Background: an optimization exercise with open tools, aiming at small area and a short achievable clock period. Do not read the settings as production practice.
Where RTL was checked, it was by simulation tests only, not by an equivalence proof against the original.
No activity file was given, so power comes from the tool's default toggle rates.

Setup of old:
## ce_dalu
module ce_dalu (
    input  wire        clk,
    input  wire        rst,          
    input  wire        ins_valid,    
    input  wire [31:0] ins,          
    input  wire [2:0]  rd_sel,       
    output wire [15:0] rd_data,
    output wire [39:0] acc,          
    output wire [4:0]  flags         
);
Size: about 99 I/O pins.
==> flow/config.mk <==
export PLATFORM = sky130hd
export DESIGN_NAME = ce_dalu
export DESIGN_NICKNAME = ce_dalu
export VERILOG_FILES = /design/flow/design.v
export SDC_FILE = /design/flow/constraint.sdc
export NUM_CORES = 8
export LEC_CHECK = 0
export ABC_AREA = 1
export CAP_MARGIN = 20
export CORE_MARGIN = 2
export CORE_UTILIZATION = 45
export CTS_BUF_LIST = sky130_fd_sc_hd__clkbuf_8
export CTS_CLUSTER_DIAMETER = 60
export CTS_CLUSTER_SIZE = 15
export SLEW_MARGIN = 20
==> flow/constraint.sdc <==
create_clock -name core_clock -period 20.0 [get_ports {clk}]
set_input_delay 4.0000 -clock core_clock [delete_from_list [all_inputs] [get_ports {clk}]]
set_output_delay 4.0000 -clock core_clock [all_outputs]
set_load 0.01 [all_outputs]
standard.sh (not shown) runs the stock make flow with config.mk's settings and CLKGATE_MAP_FILE= SYNTH_SCRIPT=/design/flow/synth_recipe.tcl, a recipe that flattens the netlist after the stock synthesis.
==> flow/flow/run.sh <==
#!/bin/bash
# Standard layout, with these changes:
#  - synthesis: the standard synthesis script, sourcing a copy of ORFS's
#    synth.tcl whose only change is the ABC script (flow/abc.script);
#  - after synthesis, fapol2.py picks a polarity for every full adder so
#    that the netlist needs fewer inverters; the result is kept only if ABC
#    proves it equivalent to the synthesized netlist;
#  - plain buffers (not delay cells) on the ports;
#  - the resizer's timing repair asked for more setup slack than the
#    standard flow.
set -euo pipefail
W=$PWD
F=$W/flow
sed 's#^  log_cmd abc {\*}$abc_args$#  log_cmd abc -script '"$F"'/abc.script {*}[lrange $abc_args 2 end]#' \
    "$FLOW_HOME/scripts/synth.tcl" > "$W/synth_mine.tcl"
grep -q "abc.script" "$W/synth_mine.tcl"
sed 's#source $::env(SCRIPTS_DIR)/synth.tcl#source '"$W"'/synth_mine.tcl#' \
    "$W/synth_recipe.tcl" > "$W/synth_recipe_mine.tcl"
grep -q "synth_mine.tcl" "$W/synth_recipe_mine.tcl"
ARGS=(SYNTH_SCRIPT="$W/synth_recipe_mine.tcl"
      BUFFER_PORTS_ARGS="-buffer_cell sky130_fd_sc_hd__buf_2"
      SETUP_SLACK_MARGIN=10 TNS_END_PERCENT=0)
bash standard.sh "${ARGS[@]}" synth > make_synth.log 2>&1

# full-adder polarity clean-up, checked by ABC's combinational equivalence
R=$W/orfs/results/sky130hd/ce_dalu/base
LIB=$FLOW_HOME/platforms/sky130hd/lib/sky130_fd_sc_hd__tt_025C_1v80.lib
cp "$R/1_2_yosys.v" "$W/netlist_synth.v"
python3 "$F/fapol2.py" "$W/netlist_synth.v" "$W/netlist_fapol.v" > fapol.log 2>&1
for n in synth fapol; do
  cat > "$W/blif_$n.ys" <<EOY
read_liberty -ignore_miss_func $LIB
read_verilog $W/netlist_$n.v
hierarchy -top ce_dalu
flatten
opt_clean
techmap
opt -fast
dfflegalize -cell \$_DFF_P_ x
write_blif $W/netlist_$n.blif
EOY
  yosys -q -s "$W/blif_$n.ys" > "yosys_blif_$n.log" 2>&1
done
yosys-abc -c "cec $W/netlist_synth.blif $W/netlist_fapol.blif" > cec.log 2>&1 || true
if grep -q "Networks are equivalent" cec.log; then
  cp "$W/netlist_fapol.v" "$R/1_2_yosys.v"
  echo "fapol netlist used" >> fapol.log
else
  echo "fapol netlist NOT used" >> fapol.log
fi
bash standard.sh "${ARGS[@]}" finish > make.log 2>&1
Other scripts of this flow, unchanged in this note and not shown: flow/flow/abc.script, flow/flow/fapol2.py
The inputs of new differ from those of old as listed below.
--- a/flow/design.v
+++ b/flow/design.v
@@ -81,16 +81,16 @@
     wire i_cmpi = (op == OP_CMPI) & ~rst;
     wire i_min  = (op == OP_MIN) & ~rst;
     wire i_max  = (op == OP_MAX) & ~rst;
     wire i_lim  = (op == OP_LIM) & ~rst;
     wire i_neg  = (op == OP_NEG) & ~rst;
     wire i_abs  = (op == OP_ABS) & ~rst;
-    wire g_mul = (i_mpy | i_mac | i_msu | i_mpyi | i_maci) & ins_valid;
-    wire g_hi  = (i_lda | i_adda | i_suba) & ins_valid;
+    wire g_mul = i_mpy | i_mac | i_msu | i_mpyi | i_maci;
+    wire g_hi  = i_lda | i_adda | i_suba;
     wire g_acc = i_mpy | i_mac | i_msu | i_mpyi | i_maci | i_lda | i_adda | i_suba | i_clra;
-    wire u_acc = (i_mac | i_msu | i_maci | i_adda | i_suba) & ins_valid;
+    wire u_acc = i_mac | i_msu | i_maci | i_adda | i_suba;
     wire m_sub = i_msu | i_suba;
     wire m_x2  = i_mpy | i_mac | i_msu | g_hi;
     wire [16:0] mx = m_x2 ? {da, 1'b0} : {da[15], da};
     reg [7:0] b_one, b_two, b_neg;
     integer k;
     reg     b2, b1, b0;
@@ -133,17 +133,14 @@
     wire [39:0] sh_2   = sh_amt[1] ? {{2{sh_fill}}, sh_1[39:2]} : sh_1;
     wire [39:0] sh_3   = sh_amt[2] ? {{4{sh_fill}}, sh_2[39:4]} : sh_2;
     wire [39:0] sh_4   = sh_amt[3] ? {{8{sh_fill}}, sh_3[39:8]} : sh_3;
     wire [39:0] sh_5   = sh_amt[4] ? {{16{sh_fill}}, sh_4[39:16]} : sh_4;
     wire [39:0] sh_out = sh_amt[5] ? {{32{sh_fill}}, sh_5[39:32]} : sh_5;
     wire [39:0] acc_shf = i_shla ? rev40(sh_out) : sh_out;
-    wire        a_sh   = sh_acc & ins_valid;
-    wire        a_keep = ~rst & ~(ins_valid & (g_acc | sh_acc));
     wire [40:0] a_op = ({41{u_acc}} & {acc_r[39], acc_r}) |
-                       ({41{a_sh}} & {acc_shf[39], acc_shf}) |
-                       ({41{a_keep}} & acc_x);
+                       ({41{sh_acc}} & {acc_shf[39], acc_shf});
     wire [40:0] t_s, t_c;
     ce_dalu_mac u_mac (.x(mx), .one(b_one), .two(b_two), .neg(b_neg),
                        .a(a_op), .s0(t_s), .s1(t_c));
     reg  [39:0] ga;
     integer q;
     always @(*) begin
@@ -224,14 +221,16 @@
         if (rst | (we & (fd == 3'd4))) d4 <= wdat;
         if (rst | (we & (fd == 3'd5))) d5 <= wdat;
         if (rst | (we & (fd == 3'd6))) d6 <= wdat;
         if (rst | (we & (fd == 3'd7))) d7 <= wdat;
     end
     always @(posedge clk) begin
-        cs_s <= t_s;
-        cs_c <= t_c;
+        if (rst | (ex & (g_acc | sh_acc))) begin
+            cs_s <= t_s;
+            cs_c <= t_c;
+        end
     end
     wire g_nz16 = i_rnd | g_add | i_and | i_or | i_xor | i_shl | i_shr |
                   i_min | i_max | i_lim;
     wire v_upd16 = g_add | i_and | i_or | i_xor | i_shl | i_shr;
     wire v16 = (g_add & a_ovf) | (i_shl & shl_ovf);
     wire sat16 = (g_add & a_ovf & a_s) | (i_shl & shl_ovf & s_i) | (i_rnd & rnd_sat);
--- outcome ---
The final layout from new, which completed every stage, passed the timing, DRC and antenna checks at the end of the flow. new ended with less core utilization than old. Compared with old, worst-case reg-to-reg path depth in new decreased by a few percent. Delta (new minus old): fill cell instance count of the final layout went up by about 5%; floorplan die area went up by about 3.7%; number of vias in the routed layout went down by about 1.5%; worst slew margin relative to its limit went down by 5.7 points. new vs old — core outline area rose 2400 um2. Sort new and old by antenna diode count desc -> top: new. For the global routing usage summed across all routing layers, new came in 2.3 points lower than old did. Diff old -> new: number of cells produced by synthesis held, fraction of area in clock buffers and inverters held, wire length shrank by 2600 um, global-route wire length before repair decreased 0.43%.
Function not checked in old: the RTL went through the layout flow alone.

the baseline:
ce_dalu with an RTL version that a note above also has.
Size: ~3500 cells after synthesis, ~99 I/O pins, about 27000 um2 of cells after synthesis.
==> flow/design.v (excerpt) <==
module ce_dalu (
    input  wire        clk,
    input  wire        rst,          
    input  wire        ins_valid,    
    input  wire [31:0] ins,          
    input  wire [2:0]  rd_sel,       
    output wire [15:0] rd_data,
    output wire [39:0] acc,          
    output wire [4:0]  flags         
);
    localparam [5:0] OP_LDI  = 6'h07, OP_MOV  = 6'h08, OP_MTS  = 6'h09;
    localparam [5:0] OP_MPY  = 6'h10, OP_MAC  = 6'h11, OP_MSU  = 6'h12;
    localparam [5:0] OP_MPYI = 6'h13, OP_MACI = 6'h14, OP_CLRA = 6'h15;
    localparam [5:0] OP_LDA  = 6'h16, OP_ADDA = 6'h17, OP_SUBA = 6'h18;
    localparam [5:0] OP_RND  = 6'h19, OP_SHRA = 6'h1A, OP_SHLA = 6'h1B;
    localparam [5:0] OP_ADD  = 6'h20, OP_SUB  = 6'h21, OP_ADDI = 6'h22;
    localparam [5:0] OP_AND  = 6'h23, OP_OR   = 6'h24, OP_XOR  = 6'h25;
    localparam [5:0] OP_SHL  = 6'h26, OP_SHR  = 6'h27, OP_CMP  = 6'h28;
    localparam [5:0] OP_CMPI = 6'h29, OP_MIN  = 6'h2A, OP_MAX  = 6'h2B;
    localparam [5:0] OP_LIM  = 6'h2C, OP_NEG  = 6'h2D, OP_ABS  = 6'h2E;
  ...
clock: 20.0 ns
lec_check: 0
abc_area: 1
cap_margin: 20
core_margin: 2
core_utilization: 45
cts_buf_list: sky130_fd_sc_hd__clkbuf_8
cts_cluster_diameter: 60
cts_cluster_size: 15
slew_margin: 20
==> flow/flow/run.sh <==
#!/bin/bash
# Standard layout, with these changes:
#  - synthesis: the standard synthesis script, sourcing a copy of ORFS's
#    synth.tcl whose only change is the ABC script (flow/abc.script);
#  - after synthesis, fapol.py removes inverters around full adders by
#    flipping adder polarities; the result is kept only if ABC proves it
#    equivalent to the synthesized netlist;
#  - plain buffers (not delay cells) on the ports;
#  - the resizer's timing repair asked for more setup slack than the
#    standard flow.
set -euo pipefail
W=$PWD
F=$W/flow
sed 's#^  log_cmd abc {\*}$abc_args$#  log_cmd abc -script '"$F"'/abc.script {*}[lrange $abc_args 2 end]#' \
    "$FLOW_HOME/scripts/synth.tcl" > "$W/synth_mine.tcl"
grep -q "abc.script" "$W/synth_mine.tcl"
sed 's#source $::env(SCRIPTS_DIR)/synth.tcl#source '"$W"'/synth_mine.tcl#' \
    "$W/synth_recipe.tcl" > "$W/synth_recipe_mine.tcl"
grep -q "synth_mine.tcl" "$W/synth_recipe_mine.tcl"
ARGS=(SYNTH_SCRIPT="$W/synth_recipe_mine.tcl"
      BUFFER_PORTS_ARGS="-buffer_cell sky130_fd_sc_hd__buf_2"
      SETUP_SLACK_MARGIN=10 TNS_END_PERCENT=0)
bash standard.sh "${ARGS[@]}" synth > make_synth.log 2>&1

# full-adder polarity clean-up, checked by ABC's combinational equivalence
R=$W/orfs/results/sky130hd/ce_dalu/base
LIB=$FLOW_HOME/platforms/sky130hd/lib/sky130_fd_sc_hd__tt_025C_1v80.lib
cp "$R/1_2_yosys.v" "$W/netlist_synth.v"
python3 "$F/fapol.py" "$W/netlist_synth.v" "$W/netlist_fapol.v" > fapol.log 2>&1
for n in synth fapol; do
  cat > "$W/blif_$n.ys" <<EOY
read_liberty -ignore_miss_func $LIB
read_verilog $W/netlist_$n.v
hierarchy -top ce_dalu
flatten
opt_clean
techmap
opt -fast
dfflegalize -cell \$_DFF_P_ x
write_blif $W/netlist_$n.blif
EOY
  yosys -q -s "$W/blif_$n.ys" > "yosys_blif_$n.log" 2>&1
done
yosys-abc -c "cec $W/netlist_synth.blif $W/netlist_fapol.blif" > cec.log 2>&1 || true
if grep -q "Networks are equivalent" cec.log; then
  cp "$W/netlist_fapol.v" "$R/1_2_yosys.v"
  echo "fapol netlist used" >> fapol.log
else
  echo "fapol netlist NOT used" >> fapol.log
fi
bash standard.sh "${ARGS[@]}" finish > make.log 2>&1
Other scripts of this flow, unchanged in this note and not shown: flow/flow/abc.script, flow/flow/fapol.py
The final layout from the baseline, which completed every stage, passed the timing, DRC and antenna checks at the end of the flow.
The inputs of the candidate differ from those of the baseline as listed below.
--- a/flow/design.v
+++ b/flow/design.v
@@ -176,45 +176,42 @@
     wire [15:0] asum, a_p, a_g;
     wire        a_c16;
     ce_dalu_add16 u_alu (.a(al), .b(ar), .ci(a_cin), .s(asum), .p(a_p), .g(a_g), .co(a_c16));
     wire        a_x16 = al[15] ^ ar[15] ^ a_c16;           
     wire        a_ovf = a_x16 ^ asum[15];
     wire        a_s   = (i_addi ? s_i : s_r) & ~(i_cmp | i_cmpi);
     wire [15:0] r_add = (a_ovf & a_s) ? {a_x16, {15{~a_x16}}} : asum;
     wire [15:0] a_k   = al | ar;
     wire        a_z   = &(~(a_p ^ {a_k[14:0], a_cin}));
-    wire        z_add = a_z & ~(a_s & al[15] & ar[15]);
+    wire        z_add = a_z & ~(a_ovf & a_s);
     wire        c_alu = (i_add | i_addi) ? a_c16 : ~a_c16;
     wire [15:0] c1_s, c1_p, c1_g, c2_s, c2_p, c2_g;
     wire        c1_co, c2_co;
     ce_dalu_cmp16 u_cmp1 (.a({~dd[15], dd[14:0]}), .b({da[15], ~da[14:0]}), .ci(1'b1),
                           .s(c1_s), .p(c1_p), .g(c1_g), .co(c1_co));
     ce_dalu_cmp16 u_cmp2 (.a({~db[15], db[14:0]}), .b({dd[15], ~dd[14:0]}), .ci(1'b1),
                           .s(c2_s), .p(c2_p), .g(c2_g), .co(c2_co));
     wire lt_ab = a_x16;                                     
     wire lt_da = ~c1_co;                                    
     wire gt_db = ~c2_co;                                    
     wire gt_ab = ~lt_ab & (asum != 16'd0);                  
     wire sel_a = i_mov | (i_min & lt_ab) | (i_max & ~lt_ab) | (i_lim & ~gt_ab & lt_da);
     wire sel_b = (i_min & ~lt_ab) | (i_max & lt_ab) | (i_lim & (gt_ab | (~lt_da & gt_db)));
     wire sel_d = i_lim & ~gt_ab & ~lt_da & ~gt_db;
     wire g_add = i_add | i_sub | i_addi | i_cmp | i_cmpi | i_neg | i_abs;
-    wire [15:0] wd_m = ({16{sel_a}} & da) | ({16{sel_b}} & db) | ({16{sel_d}} & dd);
-    wire [15:0] wd_x = ({16{i_rnd}} & r_rnd) |
-                       ({16{i_and | i_or}} & a_g) |
-                       ({16{i_or | i_xor}} & a_p) |
-                       ({16{i_shl}} & r_shl) |
-                       ({16{i_shr}} & r_shr);
-    wire [15:0] wd   = ({16{g_add | i_ldi}} & r_add) | wd_m | wd_x;
-    wire        z_m  = (sel_a & (da == 16'd0)) | (sel_b & (db == 16'd0)) |
-                       (sel_d & (dd == 16'd0));
-    wire        wd_z = (g_add & z_add) | ((i_min | i_max | i_lim) & z_m) |
-                       ((i_rnd | i_and | i_or | i_xor | i_shl | i_shr) & (wd_x == 16'd0));
+    wire [15:0] wd_o = ({16{sel_a}} & da) | ({16{sel_b}} & db) | ({16{sel_d}} & dd) |
+                     ({16{i_rnd}} & r_rnd) |
+                     ({16{i_and | i_or}} & a_g) |
+                     ({16{i_or | i_xor}} & a_p) |
+                     ({16{i_shl}} & r_shl) |
+                     ({16{i_shr}} & r_shr);
+    wire [15:0] wd   = ({16{g_add | i_ldi}} & r_add) | wd_o;
+    wire        wd_z = g_add ? z_add : (wd_o == 16'd0);
     wire wr_d = i_ldi | i_mov | i_rnd | i_add | i_sub | i_addi | i_and | i_or |
                 i_xor | i_shl | i_shr | i_min | i_max | i_lim | i_neg | i_abs;
     wire [15:0] wdat = wd;
     wire        we   = ex & wr_d;
     always @(posedge clk) begin
         if (rst | (we & (fd == 3'd0))) d0 <= wdat;
         if (rst | (we & (fd == 3'd1))) d1 <= wdat;
         if (rst | (we & (fd == 3'd2))) d2 <= wdat;
         if (rst | (we & (fd == 3'd3))) d3 <= wdat;
Results
Across both runs, power spent charging and discharging nets was lower for the candidate than for the baseline.
In the tables for the candidate and the baseline, power per unit of standard cell area reads higher with the baseline.
The baseline leaves less setup margin than the candidate.
| share of power burned in registers | the candidate vs the baseline | 3.1 points higher |
Summary of the candidate over the baseline: aggregate routed wire length dropped about 3.5%; cell area after synthesis closely matched the old numbers; total area of multi-input combinational cells comparable; switching part of the total power went down by 3.3 points; period utilization saw a decrease.
Comparing the candidate and the baseline, the higher met2 layer usage reported by global route is on the baseline.
Going from the baseline to the candidate, the non-clock buffer count was found to have gone down by about 14%.
The candidate vs the baseline: total non-filler cell area in the finished layout down slightly
Share of layout cells above drive strength 1 delta for the candidate relative to the baseline: 0.39 points higher
The candidate: full flow OK, the timing, DRC and antenna checks passed
For the candidate, only the layout was checked, not whether the RTL still works.

==> port drivers added, routing unchanged <==
The flow's constraints put no driver on any port. The routed layouts listed below were extracted and timed again, unchanged, in two steps. Step 1 assumes that a clkbuf_16 drives the clock port and a buf_2 every other input. Step 2 times the ports against the registers' clock, not the clock port: input delays grow and output delays shrink by t, the midpoint of the rising clock arrivals with the driver on. Slacks: ideal / step 1 / step 2; pairs: ideal / step 1.
run | t (ns) | setup WS [ns] | hold slack, ns
old | 0.680 | 9.861 / 9.805 / 9.242 | 0.471 / 0.471 / 0.471
new | 0.648 | 10.026 / 9.968 / 9.492 | 0.475 / 0.475 / 0.475
the baseline | 0.698 | 10.028 / 10.004 / 9.395 | 0.495 / 0.495 / 0.495
the candidate | 0.696 | 10.069 / 10.050 / 9.481 | 0.482 / 0.482 / 0.482
After both steps every run listed still meets setup and hold. For the baseline, which loses most, drivers alone change the setup slack by -0.024 ns; drivers and shift together by -0.633 ns.
